Context: an optimization exercise on an open-source flow, tuned for small area. The choices shown serve that exercise and are no tape-out recipe.
Only simulation tests tie the RTL to the original design; equivalence was not proved.
Power and IR drop assume default switching activity.

==> flow/design.v (excerpt) <==
module zr_microseq (
    input  wire        clk,
    input  wire        rst,       
    input  wire        tick,
    input  wire        en,        
    input  wire        halt,      
    input  wire        inv,       
    input  wire [39:0] pos,       
    input  wire [31:0] vel,       
    input  wire [15:0] v1,        
    input  wire [15:0] v2,
    input  wire [15:0] v3,
    input  wire [15:0] v4,
    output reg         done,
    output reg  [2:0]  band,
    output reg  [2:0]  tgt,
    output reg         pend,
    output reg  [9:0]  addr,
    output wire [11:0] mag_a,
    output wire        pol_a,
    output wire [11:0] mag_b,
    output wire        pol_b
);
    reg  [5:0]  cnt;
    reg  [1:0]  st;               
    reg  [38:0] pprev;            
    reg  [11:0] magb;
    wire neg   = vel[31];
    wire go    = tick & en & ~halt;
    wire first = (cnt == 6'd0);
    wire run   = ~first | go;
    wire [5:0] cinc;
    assign cinc[0] = ~cnt[0];
    assign cinc[1] = cnt[1] ^ cnt[0];
    assign cinc[2] = cnt[2] ^ (&cnt[1:0]);
    assign cinc[3] = cnt[3] ^ (&cnt[2:0]);
    assign cinc[4] = cnt[4] ^ (&cnt[3:0]);
    assign cinc[5] = cnt[5] ^ (&cnt[4:0]);
    wire c38   = (cnt == 6'd38);
    wire c39   = (cnt == 6'd39);
    wire c45   = (cnt == 6'd45);
    wire c48   = (cnt == 6'd48);
    wire cap   = (cnt == 6'd58);
    wire ph_x  = ~cnt[5] | (cnt[5:3] == 3'b100);                   
  ...
Settings: LEC_CHECK=0, ABC_AREA=1, CAP_MARGIN=20, CORE_MARGIN=2, CORE_UTILIZATION=60, CTS_BUF_LIST=sky130_fd_sc_hd__clkbuf_8, CTS_CLUSTER_DIAMETER=60, CTS_CLUSTER_SIZE=30, SLEW_MARGIN=20, SYNTH_MEMORY_MAX_BITS=16384; clock period 50.0 ns.
standard.sh (not shown) runs the stock make flow with config.mk's settings and CLKGATE_MAP_FILE= SYNTH_SCRIPT=/design/flow/synth_recipe.tcl, a recipe that flattens the netlist after the stock synthesis.
==> flow/flow/run.sh <==
#!/bin/bash
# The standard layout with three changes, none of which touches the registers:
#  1. after the standard synthesis, its combinational cells are mapped again by ABC with an
#     area script (flow/area.abc); the registers keep their cells and names;
#  2. each cell is then swapped for the smallest cell of its family (the clock period leaves
#     tens of ns of slack; repair_design still fixes slew and load after placement);
#  3. the port buffers are the smallest buffer cell.
set -euo pipefail
export BUFFER_PORTS_ARGS="-buffer_cell sky130_fd_sc_hd__buf_1"
PLAT=$FLOW_HOME/platforms/$FLOW_PLATFORM
LIB=$PLAT/lib/sky130_fd_sc_hd__tt_025C_1v80.lib
RES=orfs/results/$FLOW_PLATFORM/zr_microseq/base
YOSYS=${YOSYS_EXE:-$(command -v yosys || echo /OpenROAD-flow-scripts/tools/install/yosys/bin/yosys)}

bash standard.sh synth > standard_synth.log 2>&1
cp $RES/1_2_yosys.v standard_synth_netlist.v

python3 flow/cellmap.py $LIB cellmap.v > cellmap.log 2>&1
DU=$(python3 - "$PLAT/config.mk" <<'PY'
import re, sys
t = open(sys.argv[1]).read().replace('\\\n', ' ')
cells = []
for m in re.finditer(r'^export\s+DONT_USE_CELLS\s*\+?=\s*(.*)$', t, re.M):
    cells += m.group(1).split()
print(' '.join('-dont_use ' + c for c in cells))
PY
)
cat > resyn.ys <<EOY
read_liberty -lib $LIB
read_verilog standard_synth_netlist.v
hierarchy -top $FLOW_TOP
techmap -map cellmap.v
techmap
opt -purge
abc -liberty $LIB $DU -script flow/area.abc
opt_clean -purge
hilomap -singleton -hicell sky130_fd_sc_hd__conb_1 HI -locell sky130_fd_sc_hd__conb_1 LO
stat -liberty $LIB
check -assert -mapped
write_verilog -noattr -nohex -nodec resyn_netlist.v
EOY
$YOSYS -s resyn.ys > resyn.log 2>&1
python3 flow/downsize.py resyn_netlist.v $LIB $PLAT/config.mk > downsize.log 2>&1
cp resyn_netlist.v $RES/1_2_yosys.v
bash standard.sh > standard_flow.log 2>&1
==> flow/flow/area.abc <==
strash
&get -n
&deepsyn -T 60
&dch -f
&nf -a -F 5 -A 5
&put
Other scripts of this flow, unchanged in this note and not shown: flow/flow/cellmap.py, flow/flow/downsize.py
The first run went through all stages and came out clean.
Edit:
==> flow/flow/area.abc (replaced) <==
strash
&get -n
&deepsyn -T 90
&dch -f
&nf -a -F 50 -A 50 -R 200 -C 32
&put
- CTS_BUF_LIST: sky130_fd_sc_hd__clkbuf_8 -> sky130_fd_sc_hd__clkbuf_16
- CTS_CLUSTER_DIAMETER: 60 -> 100
- GPL_TIMING_DRIVEN: not set -> 0
After rerunning: The changed run ran to the end with no violations. Fmax is lower by 5.1%. Setup slack loses 980 ps. Area after synthesis is lower by 4.2%.
Edit:
- CTS_BUF_LIST: sky130_fd_sc_hd__clkbuf_16 -> sky130_fd_sc_hd__clkbuf_8
- CTS_CLUSTER_DIAMETER: 100 -> 25
- CTS_CLUSTER_SIZE: 30 -> 8
Die area is unchanged.
Worst setup slack loses 64 ps.
Sequential cell count stays the same.
Power is lower by 8.4%.
Synthesized cell count is unchanged.
Core utilization is lower by 0.77 points.
Hold slack is about the same.
Clock skew is higher by 4.8 ps.
Edit:
==> flow/flow/area.abc (replaced) <==
strash
&get -n
&deepsyn -T 90
&dch -f
&nf -a -F 20 -A 20 -R 50
&put
- CTS_BUF_LIST: sky130_fd_sc_hd__clkbuf_8 -> sky130_fd_sc_hd__clkbuf_16
- CTS_CLUSTER_DIAMETER: 25 -> 100
- CTS_CLUSTER_SIZE: 8 -> 30
- GPL_TIMING_DRIVEN: 0 -> not set
After rerunning:
- routed wire length hardly moves
- count of clock-buffer cells in the layout falls by 1
- total power rises by roughly a tenth
- setup slack gains 540 ps
- via count is about the same
- cell area rises slightly

==> re-timing with driven ports <==
In the flow no input, the clock included, has a driving cell. The finished layouts below were timed again as built, in two steps.
Step 1 (the two cells are an assumption about what drives the block):
set clk [get_ports {clk}]
set_driving_cell -lib_cell sky130_fd_sc_hd__clkbuf_16 $clk
set_driving_cell -lib_cell sky130_fd_sc_hd__buf_2 [delete_from_list [all_inputs] $clk]
Step 2 also shifts input and output timing later by t, the mid clock arrival at the registers, as if the neighbouring blocks saw the same clock.
a / b / c = ideal ports / drivers / drivers and shift; a / b = the first two.
| run | shift t [ns] | setup WS [ns] | worst hold slack (ns) | worst setup path at the end | worst register clock-pin slew, ns |
|---|---|---|---|---|---|
| the first run | 0.433 | 31.772 / 31.732 / 32.165 | 0.339 / 0.339 / 0.339 | register to output | 0.12 / 0.12 |
| the second run | 0.394 | 30.797 / 30.754 / 31.148 | 0.328 / 0.328 / 0.328 | register to output | 0.08 / 0.08 |
| the third run | 0.418 | 30.733 / 30.695 / 31.113 | 0.330 / 0.330 / 0.330 | register to output | 0.11 / 0.11 |
| the fourth run | 0.398 | 31.270 / 31.224 / 31.622 | 0.335 / 0.335 / 0.335 | register to output | 0.08 / 0.08 |
After both steps every run listed still meets setup and hold.
